This is an optimization exercise on Yosys and OpenROAD, whose aim is small area and a short achievable clock period, not a production implementation. The RTL was checked by simulation tests, not by an equivalence proof against the original design.

## design/flow/design.v

```verilog
module lc8b10b_slot (
    input  wire         clk,
    input  wire         rst,         
    input  wire         in_valid,
    input  wire         in_entry,    
    input  wire [159:0] in_sym,
    output wire         out_valid,
    output reg  [159:0] out_sym,     
    output reg  [127:0] out_data,    
    output reg  [15:0]  out_k,       
    output reg  [15:0]  out_err      
);
  function [9:0] d6;
    input [5:0] s;
    begin
      d6[0] = (s == 6'b000101) |
              (s == 6'b000111) |
              (s == 6'b001001) |
              (s == 6'b010001) |
              (s == 6'b010100) |
              (s == 6'b010111) |
              (s == 6'b011101) |
              (s == 6'b100010) |
              (s == 6'b100011) |
              (s == 6'b100101) |
              (s == 6'b100110) |
              (s == 6'b101000) |
              (s == 6'b101001) |
              (s == 6'b101010) |
              (s == 6'b101011) |
              (s == 6'b101100) |
              (s == 6'b101110) |
              (s == 6'b110001) |
              (s == 6'b110010) |
              (s == 6'b110100) |
              (s == 6'b110110) |
              (s == 6'b111000) |
              (s == 6'b111010);
      d6[1] = (s == 6'b000101) |
              (s == 6'b000111) |
              (s == 6'b001001) |
              (s == 6'b010010) |
              (s == 6'b010011) |
              (s == 6'b010100) |
              (s == 6'b010101) |
              (s == 6'b010110) |
              (s == 6'b010111) |
              (s == 6'b011001) |
              (s == 6'b011010) |
              (s == 6'b011100) |
              (s == 6'b011110) |
              (s == 6'b100001) |
              (s == 6'b101000) |
              (s == 6'b101011) |
              (s == 6'b101101) |
              (s == 6'b110001) |
              (s == 6'b110010) |
              (s == 6'b110100) |
              (s == 6'b110110) |
              (s == 6'b111000) |
              (s == 6'b111010);
      d6[2] = (s == 6'b000101) |
              (s == 6'b000111) |
              (s == 6'b001010) |
              (s == 6'b001011) |
              (s == 6'b001101) |
              (s == 6'b001110) |
              (s == 6'b001111) |
              (s == 6'b010001) |
              (s == 6'b010100) |
              (s == 6'b010111) |
              (s == 6'b011001) |
              (s == 6'b011010) |
              (s == 6'b011100) |
              (s == 6'b011110) |
              (s == 6'b100001) |
              (s == 6'b101000) |
              (s == 6'b101001) |
              (s == 6'b101010) |
              (s == 6'b101011) |
              (s == 6'b101100) |
              (s == 6'b101110) |
              (s == 6'b110000) |
              (s == 6'b110101) |
              (s == 6'b111000) |
              (s == 6'b111010);
      d6[3] = (s == 6'b000110) |
              (s == 6'b001001) |
              (s == 6'b001100) |
              (s == 6'b001101) |
              (s == 6'b001110) |
              (s == 6'b001111) |
              (s == 6'b010001) |
              (s == 6'b010100) |
              (s == 6'b010101) |
              (s == 6'b010110) |
              (s == 6'b010111) |
              (s == 6'b011100) |
              (s == 6'b011110) |
              (s == 6'b100001) |
              (s == 6'b100101) |
              (s == 6'b100110) |
              (s == 6'b101000) |
              (s == 6'b101011) |
              (s == 6'b101100) |
              (s == 6'b101110) |
              (s == 6'b110000) |
              (s == 6'b110011) |
              (s == 6'b110100) |
              (s == 6'b110110) |
              (s == 6'b111001);
      d6[4] = (s == 6'b000101) |
              (s == 6'b001001) |
              (s == 6'b001011) |
              (s == 6'b001100) |
              (s == 6'b001110) |
              (s == 6'b001111) |
              (s == 6'b010001) |
              (s == 6'b010011) |
              (s == 6'b010100) |
              (s == 6'b010110) |
              (s == 6'b011010) |
              (s == 6'b011011) |
              (s == 6'b011110) |
              (s == 6'b100001) |
              (s == 6'b100011) |
              (s == 6'b100100) |
              (s == 6'b100110) |
              (s == 6'b101010) |
              (s == 6'b101011) |
              (s == 6'b101110) |
              (s == 6'b110000) |
              (s == 6'b110010) |
              (s == 6'b110011) |
              (s == 6'b110110) |
              (s == 6'b111010);
      d6[5] = (s == 6'b000101) |
              (s == 6'b001001) |
              (s == 6'b010001) |
              (s == 6'b011110) |
              (s == 6'b100001) |
              (s == 6'b101110) |
              (s == 6'b110110) |
              (s == 6'b111010);
      d6[6] = (s == 6'b001011) |
              (s == 6'b010011) |
              (s == 6'b011100) |
              (s == 6'b100011) |
              (s == 6'b101100) |
              (s == 6'b110100);
      d6[7] = (s == 6'b001111) |
              (s == 6'b110000);
      d6[8] = (s == 6'b000101) |
              (s == 6'b000110) |
              (s == 6'b000111) |
              (s == 6'b001001) |
              (s == 6'b001010) |
              (s == 6'b001011) |
              (s == 6'b001100) |
              (s == 6'b001101) |
              (s == 6'b001110) |
              (s == 6'b010001) |
              (s == 6'b010010) |
              (s == 6'b010011) |
              (s == 6'b010100) |
              (s == 6'b010101) |
              (s == 6'b010110) |
              (s == 6'b011000) |
              (s == 6'b011001) |
              (s == 6'b011010) |
              (s == 6'b011100) |
              (s == 6'b100001) |
              (s == 6'b100010) |
              (s == 6'b100011) |
              (s == 6'b100100) |
              (s == 6'b100101) |
              (s == 6'b100110) |
              (s == 6'b101000) |
              (s == 6'b101001) |
              (s == 6'b101010) |
              (s == 6'b101100) |
              (s == 6'b110000) |
              (s == 6'b110001) |
              (s == 6'b110010) |
              (s == 6'b110100);
      d6[9] = (s == 6'b001011) |
              (s == 6'b001101) |
              (s == 6'b001110) |
              (s == 6'b001111) |
              (s == 6'b010011) |
              (s == 6'b010101) |
              (s == 6'b010110) |
              (s == 6'b010111) |
              (s == 6'b011001) |
              (s == 6'b011010) |
              (s == 6'b011011) |
              (s == 6'b011100) |
              (s == 6'b011101) |
              (s == 6'b011110) |
              (s == 6'b100011) |
              (s == 6'b100101) |
              (s == 6'b100110) |
              (s == 6'b100111) |
              (s == 6'b101001) |
              (s == 6'b101010) |
              (s == 6'b101011) |
              (s == 6'b101100) |
              (s == 6'b101101) |
              (s == 6'b101110) |
              (s == 6'b110001) |
              (s == 6'b110010) |
              (s == 6'b110011) |
              (s == 6'b110100) |
              (s == 6'b110101) |
              (s == 6'b110110) |
              (s == 6'b111000) |
              (s == 6'b111001) |
              (s == 6'b111010);
    end
  endfunction
  reg [159:0] r_sym;
  reg         r_valid, r_entry;
  reg         st_n, st_p, st_t;
  assign out_valid = r_valid;
  reg [15:0] okn, okp, gn, gp, dfl, kk;
  reg [7:0]  byt [0:15];
  reg [9:0]  msk [0:15];
  reg [16:0] pn, pp, pt;
  reg [16:0] qn, qp, qt;
  reg [9:0] w;
  reg [5:0] c6;
  reg [3:0] c4;
  reg [9:0] dd;
  reg [2:0] n6;
  reg [2:0] n4;
  reg       u6, s6, u4, s4, xa7n, xa7p, k28, ok40, ok41, a6, y3c, sw, mfj, mgh, bad, nw;
  reg       d4n, d4p;
  reg [2:0] y;
  integer   i, l, m;
  always @* begin
    for (i = 0; i < 16; i = i + 1) begin
      w  = r_sym[10*i +: 10];
      c6 = {w[0], w[1], w[2], w[3], w[4], w[5]};
      c4 = {w[6], w[7], w[8], w[9]};
      dd = d6(c6);
      n6 = {2'b0, w[0]} + {2'b0, w[1]} + {2'b0, w[2]} + {2'b0, w[3]} + {2'b0, w[4]} + {2'b0, w[5]};
      n4 = {2'b0, w[6]} + {2'b0, w[7]} + {2'b0, w[8]} + {2'b0, w[9]};
      u6 = (n6 != 3'd3);
      s6 = (n6 > 3'd3);
      u4 = (n4 != 3'd2);
      s4 = (n4 > 3'd2);
      k28  = dd[7];
      xa7n = dd[6] & w[4];
      xa7p = dd[6] & ~w[4];
      d4n = (c4 == 4'b1011) | (c4 == 4'b1001) | (c4 == 4'b0101) | (c4 == 4'b1100) |
            (c4 == 4'b1101) | (c4 == 4'b1010) | (c4 == 4'b0110);
      d4p = (c4 == 4'b0100) | (c4 == 4'b1001) | (c4 == 4'b0101) | (c4 == 4'b0011) |
            (c4 == 4'b0010) | (c4 == 4'b1010) | (c4 == 4'b0110);
      ok40 = d4n | ((c4 == 4'b1110) & ~(xa7n | k28)) | ((c4 == 4'b0111) & (xa7n | dd[5] | k28));
      ok41 = d4p | ((c4 == 4'b0001) & ~(xa7p | k28)) | ((c4 == 4'b1000) & (xa7p | dd[5] | k28));
      okn[i] = dd[9] & (u6 ? ok41 : ok40);
      okp[i] = dd[8] & (u6 ? ok40 : ok41);
      y[0] = ~((c4 == 4'b1011) | (c4 == 4'b0100) | (c4 == 4'b0101) | (c4 == 4'b1101) |
               (c4 == 4'b0010) | (c4 == 4'b0110));
      y[1] = ~((c4 == 4'b1011) | (c4 == 4'b0100) | (c4 == 4'b1001) | (c4 == 4'b1101) |
               (c4 == 4'b0010) | (c4 == 4'b1010));
      y[2] = ~((c4 == 4'b1011) | (c4 == 4'b0100) | (c4 == 4'b1001) | (c4 == 4'b0101) |
               (c4 == 4'b1100) | (c4 == 4'b0011));
      if (k28 & w[0] & (w[6] ^ w[7]) & (w[8] ^ w[9]))
        y = ~y;
      byt[i] = {y, dd[4:0]};
      kk[i]  = k28 | (dd[5] & ((c4 == 4'b0111) | (c4 == 4'b1000)));
      gn[i]  = u4 ? ~s4 : (u6 & ~s6);
      gp[i]  = u4 ?  s4 : (u6 &  s6);
      dfl[i] = u6 ^ u4;
      a6  = ~(dd[9] & dd[8]);
      y3c = (c4 == 4'b1100) | (c4 == 4'b0011);
      sw  = dd[6] & u4 & ~(w[7] ^ w[8]);
      mfj = (u4 & ~sw) | y3c | k28;
      mgh = u4 | y3c | k28;
      msk[i] = {mfj, mgh, mgh, mfj, {6{a6}}};
    end
    pn[0] = st_n & ~r_entry;
    pp[0] = st_p & ~r_entry;
    pn[16:1] = gn;
    pp[16:1] = gp;
    for (l = 0; l < 5; l = l + 1) begin
      qn = pn;
      qp = pp;
      for (i = 0; i < 17; i = i + 1)
        if ((i >> l) & 1) begin
          m = ((i >> l) << l) - 1;
          pn[i] = qn[i] | (~qp[i] & qn[m]);
          pp[i] = qp[i] | (~qn[i] & qp[m]);
        end
    end
    for (i = 0; i < 16; i = i + 1) begin
      bad = ~((~pp[i] & okn[i]) | (~pn[i] & okp[i]));
      out_err[i] = bad;
      dfl[i] = dfl[i] & ~bad;
      out_k[i] = kk[i] | bad;
      out_data[8*i +: 8] = bad ? 8'hFE : byt[i];
    end
    pt[0] = st_t & ~r_entry;
    pt[16:1] = dfl;
    for (l = 0; l < 5; l = l + 1) begin
      qt = pt;
      for (i = 0; i < 17; i = i + 1)
        if ((i >> l) & 1) begin
          m = ((i >> l) << l) - 1;
          pt[i] = qt[i] ^ qt[m];
        end
    end
    for (i = 0; i < 16; i = i + 1) begin
      w  = r_sym[10*i +: 10];
      nw = pt[i] ? ~okp[i] : ~okn[i];
      if (out_err[i])
        out_sym[10*i +: 10] = {pt[i], pt[i], pt[i], ~pt[i], pt[i], ~pt[i], ~pt[i], ~pt[i], ~pt[i], pt[i]};
      else
        out_sym[10*i +: 10] = w ^ (msk[i] & {10{nw}});
    end
  end
  always @(posedge clk) begin
    r_sym   <= in_sym;
    r_entry <= in_entry;
    if (rst) begin
      r_valid <= 1'b0;
      st_n    <= 1'b0;
      st_p    <= 1'b0;
      st_t    <= 1'b0;
    end else begin
      r_valid <= in_valid;
      if (r_valid) begin
        st_n <= pn[16];
        st_p <= pp[16];
        st_t <= pt[16];
      end
    end
  end
endmodule
```

## design/flow/run.sh

```bash
#!/bin/bash
# synth_recipe.tcl (not shown) runs the flow's synth.tcl, then flattens the netlist and writes it again
# the make line also repeats each setting of config.mk as NAME=value (left out here)
make -C /OpenROAD-flow-scripts/flow DESIGN_CONFIG=/design/flow/config.mk WORK_HOME=/design/flow/orfs CLKGATE_MAP_FILE= SYNTH_SCRIPT=/design/flow/synth_recipe.tcl finish
```

## design/flow/config.mk

```make
export PLATFORM = sky130hd
export DESIGN_NAME = lc8b10b_slot
export DESIGN_NICKNAME = lc8b10b_slot
export VERILOG_FILES = /design/flow/design.v
export SDC_FILE = /design/flow/constraint.sdc
export NUM_CORES = 4
export LEC_CHECK = 0
export CAP_MARGIN = 20
export CORE_MARGIN = 2
export CORE_UTILIZATION = 40
export SLEW_MARGIN = 20
```

## design/flow/constraint.sdc

```tcl
create_clock -name core_clock -period 175.0 [get_ports {clk}]
set_input_delay 35.0000 -clock core_clock [delete_from_list [all_inputs] [get_ports {clk}]]
set_output_delay 35.0000 -clock core_clock [all_outputs]
set_load 0.01 [all_outputs]
```

==> results.toml <==
[run_status]
run_status = "finished clean"

[power_and_ir_drop]
vdd_ir_drop_max_uv = 18.26
share_seq_of_total_power = 0.102
cellInternalPower_uw = 218.0
power_per_cell_area_nw_per_um2 = 10.87
p_sw_frac = 0.4902
report.power.total_uw = 427.7
power.share.combinational = 0.801
total_leakage_power_nw = 15.24
switchingPower_uw = 209.7
power_frac_clock = 0.097

[placed_design]
post_dp_cell_area_sq_um = 38710
io_buffers = 484
dp.final_hpwl_microns = 98600
globalplace.congestion = 0.9625

[synthesis]
synth_area_per_cell_sq_um = 6.842
most_common_flop_cell_mapped_by_yosys = "dfxtp_1"
flop_and_latch_count_out_of_synthesis = 165
main_combinational_cell_family_by_area_after_synthesis = "compound AO/OA/AOI/OAI gates"
async_flop_share = 0
area_share_of_the_leading_cell_type_in_the_synthesized_netlist = 0.09904
post-synth-top-area-cell = "dfxtp_1"
synthAdderAreaFrac = 0.1352
synth.cells.most_frequent = "nand2_1, o21ai_0, a21oi_1"
yosys_warnings = 3
post_synth_main_area_contributors = "dfxtp_1, ha_1, o21ai_0, nand2_1, a21oi_1"
synthSimpleGateAreaFrac = 0.2809
synthesis.nets = 5361
synth_xor_xnor_area_share = 0.05308
synth_cell_types = 108
syn-instance-count = 4875
yosys.cell_count.top_type = "nand2_1"
sequential_cell_area_fraction_in_the_yosys_report = 0.09904
syn-cell-area_sq_um = 33350
synth_edf_count = 0
post_synth_mux_area_share = 0.02844
post_synthesis_compound_gate_area_fraction = 0.3303

[global_routing]
overflow = 0
number_of_antenna_violations_at_the_first_check_in_global_routing = 8
via_count_of_the_first_global_routing_pass = 35090
globalRouteTotalUtil = 0.2862
grt_pass1_wl_microns = 199500
grt_start_max_net_pins = 48

[critical_path]
setup.worst_path.end_class = "output port"
critPathRequiredTime_ps = 140000
timing.critical_path.depth = 19
worst_r2r_startpoint = "r_sym[25]"
r2r-end = "st_t"
reg2reg_depth = 18
cp_cell_sequence = "clkinv_1 -> fa_1 -> inv_1 -> ha_1 -> inv_1 -> fa_1 -> nor2b_1 -> a31oi_1 -> nand2_1 -> a21o_1 -> o32ai_4 -> nand2_1 -> xnor2_1 -> xnor3_1 -> xnor3_1 -> mux2i_2 -> nor2_1 -> o311ai_1 -> clkdlybuf4s50_1"
crit_arrival_ps = 9190
critPathTopFamily = "XOR/XNOR gates"
crit_buf_inv = 4
timing.critical_path.from_type = "flip-flop"
crit_start = "r_sym[25]"
worstPathMaxFanout = 25
crit_slowest_cell = "xnor3_1"
setup.worst_path.end = "out_sym[144]"
r2r_setup_slk_ps = 167290
setup.worst_path.class = "flip-flop to output port"
critical-path-max-stage-delay_ps = 1150

[route]
top_signal_layer_used = "met5"
post_drt_wl_per_cell_microns = 20.82
firstDrtPassIters = 6
met3WireLength_microns = 10930
via_count = 38870
detail_route.wirelength_microns = 129100
antenna_left = 0
wl_met2_microns = 59600
vias_per_cell = 6.272
route.layer.met1.wl_microns = 54340
drc = 0
detail_route.iter0.violations = 4278

[floorplanning]
floorplan.core_area_sq_um = 82370
num_io_pins = 485
num_rows = 105
start_util = 0.4049
chipWidth_microns = 292.8
fp.dieArea_sq_um = 85710
die_h_microns = 292.8

[clock_network]
clock_tree.htree_level_count = 4
tritoncts = "done"
clk_pin_slew_worst_paths_ps = 80
tritoncts_num_sinks = 165
cts_post_setup_buffers_inserted = 0
max-clock-path-buffers = 2
worstSkewPairLatency_ps = 540
root_buffer = "clkbuf_16"
post_cts_resize_count = 0
cts_hold_repair.buffers = 0
cts_inserted_buffers = 17

[sta]
report.final.setup_viol = 0
fmaxAchievable_mhz = 22.63
maxSlewViolCount = 0
clock-skew-final_ps = 18.57
rsz0062_at_grt = "false"
final_period_minus_worst_setup_slack_ps = 44190
worstMarginPinSlew_ps = 1116
final_hold_viol_count = 0
max-slew-margin-rel = 0.2561
fin_crit_sh = 0.2525
timing.setup.tns_ps = 0

[worst_hold_path]
min_path_type = "flip-flop to flip-flop"

[final_layout]
finish.net_count = 5596
layout_cells_sized_above_1 = 0.04060
layout-area-overhead-vs-synth_pct = 17.93
post-route-cell-area_sq_um = 39330
utilization = 0.4775

[run]
drv.max_cap_violation_count = 0
[worst min path at each step]
stage / endpoint / slack [ps] / cells after the start / start
finish: st_p / 600 / 2 / st_p
global route: st_t / 650 / 2 / r_valid
CTS: st_t / 610 / 2 / r_valid
detailed placement: st_p / 610 / 2 / st_p
global placement: st_t / 610 / 2 / r_valid
floorplan: st_p / 450 / 2 / st_p
[placed cells by master, fill, tap and decap left out, types with 93 or more instances in the layout]
cell type | synthesis | routed
nand2b_1 | 111 | 111
clkdlybuf4s50_1 | 0 | 484
a21oi_1 | 360 | 360
nor2b_1 | 112 | 112
ha_1 | 258 | 258
nand2_1 | 494 | 494
xnor2_1 | 97 | 97
inv_1 | 272 | 272
o21ai_0 | 400 | 400
or3_1 | 94 | 94
nor2_1 | 311 | 311
nand3_1 | 169 | 169
dfxtp_1 | 165 | 165
nor3_1 | 93 | 93
a31oi_1 | 156 | 156
[metal layers]
metal,global-route usage,up-vias
met5,0,-
li1,-,18480
met4,0.1044,8
met2,0.4676,1859
met3,0.05676,208
met1,0.3721,18310
[power groups by stage]
stage | clock (mW) | sequential (mW) | combinational (mW)
after floorplan | 0 | 0.0429 | 0.180
after global placement | 0 | 0.0444 | 0.339
after detailed placement | 0 | 0.0445 | 0.339
after CTS | 0.0430 | 0.0436 | 0.341
after global routing | 0.0441 | 0.0440 | 0.367
final | 0.0413 | 0.0436 | 0.343
[worst reg2reg max path: stages (launching register included)]
cell,delay [ps]
dfxtp_1,860
clkinv_1,500
fa_1,570
inv_1,70
ha_1,130
inv_1,50
fa_1,530
nor2b_1,100
a31oi_1,650
nand2_1,240
a21o_1,260
o32ai_4,650
nand2_1,240
xnor2_1,470
xnor3_1,350
xnor3_1,1150
xor2_1,300
xnor2_1,350
o22ai_1,130
[final cells by class]
type / instances / area [sq um]
repair buffers: 550 / 5344
multi-input cells: 4078 / 27640
fillers: 8380 / 43040
clock buffers: 18 / 429.2
diodes: 4 / 10.01
flip-flops and latches: 165 / 3303
inverters: 298 / 1119
well taps: 1070 / 1339
clock inverters: 14 / 155.1
[metrics by stage]
stage | setup slack [ps] | cells | hold slack (ps)
finish | 130810 | 6197 | 603.1
CTS | 130510 | 6192 | 614.6
global placement | 131360 | 6160 | 607.8
global route | 130210 | 6194 | 653.5
detailed placement | 131140 | 6160 | 611.3
floorplan | 133930 | 4875 | 448.4
[logic make-up (layout without fill, tap and decap cells)]
group,after synthesis,in the layout
DFF,165,165
buffers and inverters,632,880
other,0,4
and+or+nand+nor,1809,1809
muxes,88,88
xor gates and xnor gates,181,181
adders and majority gates,322,322
AOI/OAI and AO/OA,1678,1678
[registers in the layout, indices dropped and copies added, names as in the netlist]
register and cells:
st_t 1, r_valid 1, st_p 1, st_n 1, r_entry 1, r_sym 160

-- afterwards: timing with drivers on the ports --
How much do the figures lean on ideal ports? The routed layout below was timed once more, with nothing changed but the port constraints.
Step 1, drivers: a clkbuf_16 drives clk and a buf_2 each remaining input, both assumed.
Step 2, shift: input delay + t, output delay - t, t = (earliest + latest rising clock arrival at the registers) / 2. This alone moves slack from input paths to output paths.
Three values: ideal, step 1, step 2; two values: the first two.
shift t [ns]: 0.601
setup WS [ns]: 130.811 / 130.742 / 131.343
worst hold slack (ns): 0.603 / 0.603 / 0.603
worst register clock-pin slew, ns: 0.09 / 0.09
After both steps this run still meets setup and hold. The setup slack of this run moves by -0.069 ns with the drivers and by +0.532 ns with both steps.
